This is an optimization exercise on Yosys and OpenROAD, whose aim is small area, a short achievable clock period and few clock cycles per item, not a production implementation. Only simulation tests tie the RTL to the original design; equivalence was not proved.

**run.sh**
```bash
#!/bin/bash
# synth_recipe.tcl (not shown) runs the flow's synth.tcl, then flattens the netlist and writes it again
# the make line also repeats each setting of config.mk as NAME=value (left out here)
make -C /OpenROAD-flow-scripts/flow DESIGN_CONFIG=/design/flow/config.mk WORK_HOME=/design/flow/orfs CLKGATE_MAP_FILE= SYNTH_SCRIPT=/design/flow/synth_recipe.tcl finish
```
**config.mk**
```make
export PLATFORM = sky130hd
export DESIGN_NAME = crc_helper
export DESIGN_NICKNAME = crc_helper
export VERILOG_FILES = /design/flow/design.v
export SDC_FILE = /design/flow/constraint.sdc
export NUM_CORES = 4
export LEC_CHECK = 0
export CAP_MARGIN = 20
export CORE_MARGIN = 2
export CORE_UTILIZATION = 30
export SETUP_SLACK_MARGIN = 1.5
export SLEW_MARGIN = 20
```
**constraint.sdc**
```tcl
create_clock -name core_clock -period 40.0 [get_ports {clk}]
set_input_delay 8.0000 -clock core_clock [delete_from_list [all_inputs] [get_ports {clk}]]
set_output_delay 8.0000 -clock core_clock [all_outputs]
set_load 0.01 [all_outputs]
```
**design.v**
```verilog
module crc_helper (
    input  wire        clk,
    input  wire        rst,
    input  wire        start,
    output wire        start_ready,
    input  wire [7:0]  fn,
    input  wire [13:0] len,
    input  wire [63:0] poly,
    input  wire [63:0] init,
    input  wire [63:0] xorout,
    input  wire [31:0] cfg,
    input  wire [15:0] oldw,
    input  wire [15:0] neww,
    input  wire        in_valid,
    output wire        in_ready,
    input  wire [63:0] in_data,
    output reg         done,
    output reg  [7:0]  status,
    output reg  [63:0] result
);
    localparam [7:0] FN_CRC32    = 8'h01;
    localparam [7:0] FN_CRC32C   = 8'h02;
    localparam [7:0] FN_CRC8     = 8'h03;
    localparam [7:0] FN_CRC16    = 8'h04;
    localparam [7:0] FN_CRC32K   = 8'h05;
    localparam [7:0] FN_CRC64    = 8'h06;
    localparam [7:0] FN_CRCPROG  = 8'h07;
    localparam [7:0] FN_CSUM     = 8'h10;
    localparam [7:0] FN_CSUMUPD  = 8'h11;
    localparam [7:0] ST_OK          = 8'h00;
    localparam [7:0] ST_BAD_OPERAND = 8'h04;
    localparam [13:0] MAX_LEN = 14'd9216;
    localparam [1:0] S_IDLE = 2'd0;
    localparam [1:0] S_RUN  = 2'd1;
    localparam [1:0] S_FIN  = 2'd2;
    reg [1:0] state;
    assign start_ready = (state == S_IDLE);
    assign in_ready    = (state == S_RUN);
    reg        d_crc;       
    reg        d_csum;      
    reg        d_upd;       
    reg [6:0]  d_width;
    reg [63:0] d_poly;
    reg [63:0] d_init;
    reg [63:0] d_xor;
    reg        d_refin;
    reg        d_refout;
    reg        d_bad;
    always @* begin
        d_crc    = 1'b0;
        d_csum   = 1'b0;
        d_upd    = 1'b0;
        d_width  = 7'd32;
        d_poly   = 64'd0;
        d_init   = 64'd0;
        d_xor    = 64'd0;
        d_refin  = 1'b0;
        d_refout = 1'b0;
        d_bad    = 1'b0;
        case (fn)
            FN_CRC32: begin
                d_crc = 1'b1; d_width = 7'd32; d_poly = 64'h04C11DB7;
                d_init = 64'hFFFFFFFF; d_xor = 64'hFFFFFFFF;
                d_refin = 1'b1; d_refout = 1'b1;
            end
            FN_CRC32C: begin
                d_crc = 1'b1; d_width = 7'd32; d_poly = 64'h1EDC6F41;
                d_init = 64'hFFFFFFFF; d_xor = 64'hFFFFFFFF;
                d_refin = 1'b1; d_refout = 1'b1;
            end
            FN_CRC8: begin
                d_crc = 1'b1; d_width = 7'd8; d_poly = 64'h1D;
                d_init = 64'hFF; d_xor = 64'hFF;
            end
            FN_CRC16: begin
                d_crc = 1'b1; d_width = 7'd16; d_poly = 64'h1021;
                d_init = 64'hFFFF; d_xor = 64'h0;
            end
            FN_CRC32K: begin
                d_crc = 1'b1; d_width = 7'd32; d_poly = 64'hF4ACFB13;
                d_init = 64'hFFFFFFFF; d_xor = 64'hFFFFFFFF;
                d_refin = 1'b1; d_refout = 1'b1;
            end
            FN_CRC64: begin
                d_crc = 1'b1; d_width = 7'd64; d_poly = 64'h42F0E1EBA9EA3693;
            end
            FN_CRCPROG: begin
                d_crc = 1'b1; d_width = cfg[6:0]; d_poly = poly;
                d_init = init; d_xor = xorout;
                d_refin = cfg[12]; d_refout = cfg[13];
                if (cfg[6:0] < 7'd8 || cfg[6:0] > 7'd64 || (cfg & ~32'h0000_307F) != 32'd0)
                    d_bad = 1'b1;
            end
            FN_CSUM:    d_csum = 1'b1;
            FN_CSUMUPD: d_upd  = 1'b1;
            default:    d_bad  = 1'b1;
        endcase
        if ((d_crc || d_csum) && len > MAX_LEN)
            d_bad = 1'b1;
    end
    reg [63:0] d_mask;
    always @* begin
        if (d_width >= 7'd64)
            d_mask = {64{1'b1}};
        else
            d_mask = ({{63{1'b0}}, 1'b1} << d_width) - 64'd1;
    end
    reg [17:0] upd_sum;
    reg [16:0] upd_f1;
    reg [15:0] upd_f2;
    always @* begin
        upd_sum = {2'b00, ~init[15:0]} + {2'b00, ~oldw} + {2'b00, neww};
        upd_f1  = {1'b0, upd_sum[15:0]} + {15'd0, upd_sum[17:16]};
        upd_f2  = upd_f1[15:0] + {15'd0, upd_f1[16]};
    end
    reg        op_csum;
    reg [6:0]  op_width;
    reg [63:0] op_poly;      
    reg [63:0] op_xor;       
    reg        op_refin;
    reg        op_refout;
    reg [10:0] beats_left;
    reg [3:0]  last_bytes;   
    reg [63:0] crc;          
    reg [31:0] acc;          
    reg [7:0]  byte_en;
    reg [63:0] crc_next;
    reg [31:0] acc_next;
    reg [7:0]  b;
    reg        fb;
    integer    i, j;
    always @* begin
        for (i = 0; i < 8; i = i + 1)
            byte_en[i] = (beats_left != 11'd1) || (i < last_bytes);
        crc_next = crc;
        for (i = 0; i < 8; i = i + 1) begin
            b = in_data[8*i +: 8];
            if (op_refin)
                for (j = 0; j < 8; j = j + 1)
                    b[j] = in_data[8*i + 7 - j];
            if (byte_en[i]) begin
                for (j = 7; j >= 0; j = j - 1) begin
                    fb = crc_next[63] ^ b[j];
                    crc_next = {crc_next[62:0], 1'b0} ^ (fb ? op_poly : 64'd0);
                end
            end
        end
        acc_next = acc;
        for (i = 0; i < 4; i = i + 1)
            acc_next = acc_next
                     + {16'd0, (byte_en[2*i]   ? in_data[16*i +: 8]     : 8'd0),
                               (byte_en[2*i+1] ? in_data[16*i + 8 +: 8] : 8'd0)};
    end
    reg [63:0] crc_out;
    reg [63:0] crc_rev;
    reg [16:0] csum_f1;
    reg [15:0] csum_f2;
    always @* begin
        crc_out = crc >> (7'd64 - op_width);
        for (i = 0; i < 64; i = i + 1)
            crc_rev[i] = crc[63 - i];
        if (op_refout)
            crc_out = crc_rev;
        crc_out = crc_out ^ op_xor;
        csum_f1 = {1'b0, acc[15:0]} + {1'b0, acc[31:16]};
        csum_f2 = csum_f1[15:0] + {15'd0, csum_f1[16]};
    end
    always @(posedge clk) begin
        if (rst) begin
            state  <= S_IDLE;
            done   <= 1'b0;
            status <= ST_OK;
            result <= 64'd0;
        end else begin
            done <= 1'b0;
            case (state)
                S_IDLE: begin
                    if (start) begin
                        op_csum    <= d_csum;
                        op_width   <= d_width;
                        op_poly    <= d_poly << (7'd64 - d_width);
                        op_xor     <= d_xor & d_mask;
                        op_refin   <= d_refin;
                        op_refout  <= d_refout;
                        beats_left <= len[13:3] + {10'd0, (len[2:0] != 3'd0)};
                        last_bytes <= (len[2:0] == 3'd0) ? 4'd8 : {1'b0, len[2:0]};
                        crc        <= d_init << (7'd64 - d_width);
                        acc        <= {16'd0, init[15:0]};
                        if (d_bad) begin
                            done   <= 1'b1;
                            status <= ST_BAD_OPERAND;
                            result <= 64'd0;
                        end else if (d_upd) begin
                            done   <= 1'b1;
                            status <= ST_OK;
                            result <= {48'd0, ~upd_f2};
                        end else if (len == 14'd0) begin
                            state  <= S_FIN;
                        end else begin
                            state  <= S_RUN;
                        end
                    end
                end
                S_RUN: begin
                    if (in_valid) begin
                        crc        <= crc_next;
                        acc        <= acc_next;
                        beats_left <= beats_left - 11'd1;
                        if (beats_left == 11'd1)
                            state <= S_FIN;
                    end
                end
                S_FIN: begin
                    done   <= 1'b1;
                    status <= ST_OK;
                    result <= op_csum ? {48'd0, csum_f2} : crc_out;
                    state  <= S_IDLE;
                end
                default: state <= S_IDLE;
            endcase
        end
    end
endmodule
```
==> impl_metrics.json <==
{
  "worstSetupPathType": "primary input to register",
  "grt_pass1_wl_um": 687700,
  "ioPinCount": 421,
  "worst-endpoint-required_ns": 40.31,
  "ys_warn_count": 1,
  "fmax_ghz": 0.02689,
  "routabilityCongestion": 1.060,
  "drc": 0,
  "clkTransAtPathRegs_ns": 0.07,
  "synth_cells": 15020,
  "grt-ovfl-total": 0,
  "vias": 104462,
  "clk_latency_ns": 0.64,
  "slew_viol_final": 0,
  "grt.busiest_layer": "met2",
  "final_nets": 15025,
  "antenna_found_initial": 26,
  "cts_made_buffers": 36,
  "ys_seq_area_share_pct": 8.807,
  "use_met2_pct": 40.96,
  "synth-seq-cells": 317,
  "synth_cell_types": 138,
  "max_stage_delay_ns": 0.63,
  "fin_skew_ns": 0.04753,
  "grt_usage_pct": 26.85,
  "port_buffers": 413,
  "via_per_inst": 5.508,
  "grtUsageMet3_pct": 5.217,
  "path_delay_family": "compound AO/OA/AOI/OAI gates",
  "finalCritPeriodShare_pct": 92.98,
  "clock_path_buffers": 3,
  "hold_slack_ns": 0.4913,
  "finalHoldViolCount": 0,
  "cts_tree": "built",
  "die-area_sq_um": 339200,
  "routed_wl_um": 480900,
  "fp.dieW_um": 582.4,
  "core-area_sq_um": 333200,
  "max-slew-margin-rel_pct": 12.76,
  "rsz0062_at_grt": "false",
  "antenna_left": 0,
  "tightestPinTransition_ns": 1.295,
  "cp_num_buf_inv": 9,
  "critPathArrivalTime_ns": 37.50,
  "rows": 212,
  "clock-sinks": 317,
  "first_pass_iters": 12,
  "synth-edff-count": 249,
  "synthesis.area_sq_um": 100400,
  "initial_utilization_pct": 30.12,
  "grt_max_degree": 89,
  "final_layout_size_suffix_gt1_share_pct": 6.116,
  "grt_pass1_vias": 94169,
  "endpoint_kind": "register",
  "fin_crit_ns": 37.19,
  "ctsRootBufferMaster": "clkbuf_16",
  "num-fill-cells": 35770,
  "routedWlPerCell_um": 25.36,
  "hold_path_class": "register to register",
  "htreeDepth": 2,
  "worst_setup_path_start_kind": "primary input",
  "drt_iter0_drc": 14358,
  "cp_slowest_cell": "nor3_2",
  "syn_to_final_growth_pct": 10.12,
  "dp_hpwl_um": 360000,
  "cap_violations": 0,
  "syn_area_per_cell_sq_um": 6.681,
  "status": "timing/DRC/antenna clean",
  "postSynth.asyncResetShare_pct": 0,
  "path_max_fanout": 43,
  "setup_violations": 0,
  "tns_ns": 0,
  "synth_flop_cell": "edfxtp_1",
  "use_met1_pct": 36.57,
  "die_h_um": 582.4
}
## cell usage in the layout (no fill, tap or decap), types with 92 or more instances in the layout
cell             instances
a211oi_1                92
a21oi_1                772
a22oi_1                116
and2_1                  94
buf_4                  376
clkdlybuf4s50_1        411
edfxtp_1               249
inv_1                  135
mux2i_1                368
nand2_1               3826
nand3_1                281
nor2_1                1376
nor3_1                 131
o211ai_1               111
o21ai_0                487
xnor2_1               3537
xnor3_1                102
xor2_1                 360
## kinds of logic (layout without fill, tap and decap cells)
family	Yosys count	count (layout)	share of synthesized area, %
AO/OA/AOI/OAI	2326	2327	15.07
buffers and inverters	1502	1042	5.763
XOR/XNOR	4087	4087	37.41
flip-flops	317	317	8.807
adder cells (fa/ha/maj)	138	138	2.214
AND/OR/NAND/NOR	6154	6155	25.00
other	1	17	0.003737
multiplexers	495	495	5.734
## repair_timing
| action | 4_1_cts | 5_1_grt |
|---|---|---|
| gates cloned | 0 | 2 |
| setup buffers | 5 | 22 |
| resized for setup | 14 | 89 |
| pin swaps | 2 | 16 |
| setup endpoints to repair | 64 | 64 |
| hold buffers | 0 | 0 |
## flip-flops by register name (all words and copies together) (netlist names)
name	cells
beats_left	11
status	1
op_width	7
op_csum	1
op_poly	64
op_xor	64
last_bytes	4
op_refin	1
done	1
op_refout	1
result	64
acc	32
crc	64
state	2
## final cells by class
type / count / area (sq um) / area share, %
inverter: 173 / 654.4 / 0.5921
sequential: 317 / 8838 / 7.998
antenna: 10 / 25.02 / 0.02264
tap: 4387 / 5489 / 4.967
clock buffer: 42 / 923.4 / 0.8356
clock inverter: 23 / 326.6 / 0.2955
timing repair buffer: 804 / 7192 / 6.508
multi-input combinational: 13209 / 87060 / 78.78
## worst paths after layout
| kind | from | endpoint | slack, ns | cells past startpoint |
|---|---|---|---|---|
| worst min-delay path | result[1] | result[1] | 0.49 | 2 |
| worst max register to register | op_poly[63] | crc[36] | 8.87 | 99 |
| worst max-delay path | in_data[6] | crc[36] | 2.81 | 100 |
| worst min register to register | result[1] | result[1] | 0.49 | 2 |
## synth_stat cells, drive strengths merged, types with 68 or more instances
cell type | number | share of area [%]
inv | 141 | 0.53
o21ai | 540 | 2.7
dfxtp | 68 | 1.4
o211ai | 115 | 0.88
xnor3 | 107 | 2.4
nor3 | 145 | 0.75
clkbuf | 891 | 3.3
nand2 | 3844 | 14
nand3 | 290 | 1.5
buf | 438 | 1.8
edfxtp | 249 | 7.5
a21oi | 784 | 3.9
and3 | 95 | 0.60
nor2 | 1397 | 5.2
xnor2 | 3596 | 32
xor2 | 381 | 3.4
ha | 72 | 0.90
mux2i | 374 | 3.8
and2 | 99 | 0.62
a22oi | 119 | 0.90
a211oi | 106 | 0.84
## per-stage QoR
stage                     cells  setup WS [ns]  instance area [sq um]  util, %
after floorplan           15026          5.943                 100400        -
after global placement    18861         0.4113                 108400    32.54
after detailed placement  18861        -0.1031                 108400    32.54
after CTS                 18931          1.520                 109800    32.96
after global routing      18956          1.452                 110500    33.16
final                     18965          2.809                 110500    33.17
## tightest hold or removal path, stage by stage (launching register included)
cell     delay (ns)
dfxtp_1        0.33
a21oi_1        0.06
nor2_1         0.07
## layer usage
metal	wire, um	share of wire, %
met2	207900	43
met1	198300	41
met4	24500	5.1
met5	85	0.018
met3	50120	10
Testbench counts, summed over its fixed seeds: cycles 32,081, bytes 249,318.

## what the ideal ports hide
The flow's constraints put no driver on any port. The routed layout listed below was extracted and timed again, unchanged, in two steps.
Step 1: set_driving_cell puts a clkbuf_16 on clk and a buf_2 on each other input, an assumption about the parent block.
Step 2 also shifts input and output timing later by t, the mid clock arrival at the registers, as if the neighbouring blocks saw the same clock.
Three values: ideal, step 1, step 2; two values: the first two.
t, ns: 0.689
setup WS [ns]: 2.809 / 2.861 / 2.173
latest minus earliest clock arrival (ns): 0.047 / 0.047
worst data-port slew with drivers (ns): 0.19
pins driven straight from the clock port: 1
After both steps this run still meets setup and hold. The setup slack of this run moves by +0.052 ns with the drivers and by -0.636 ns with both steps.
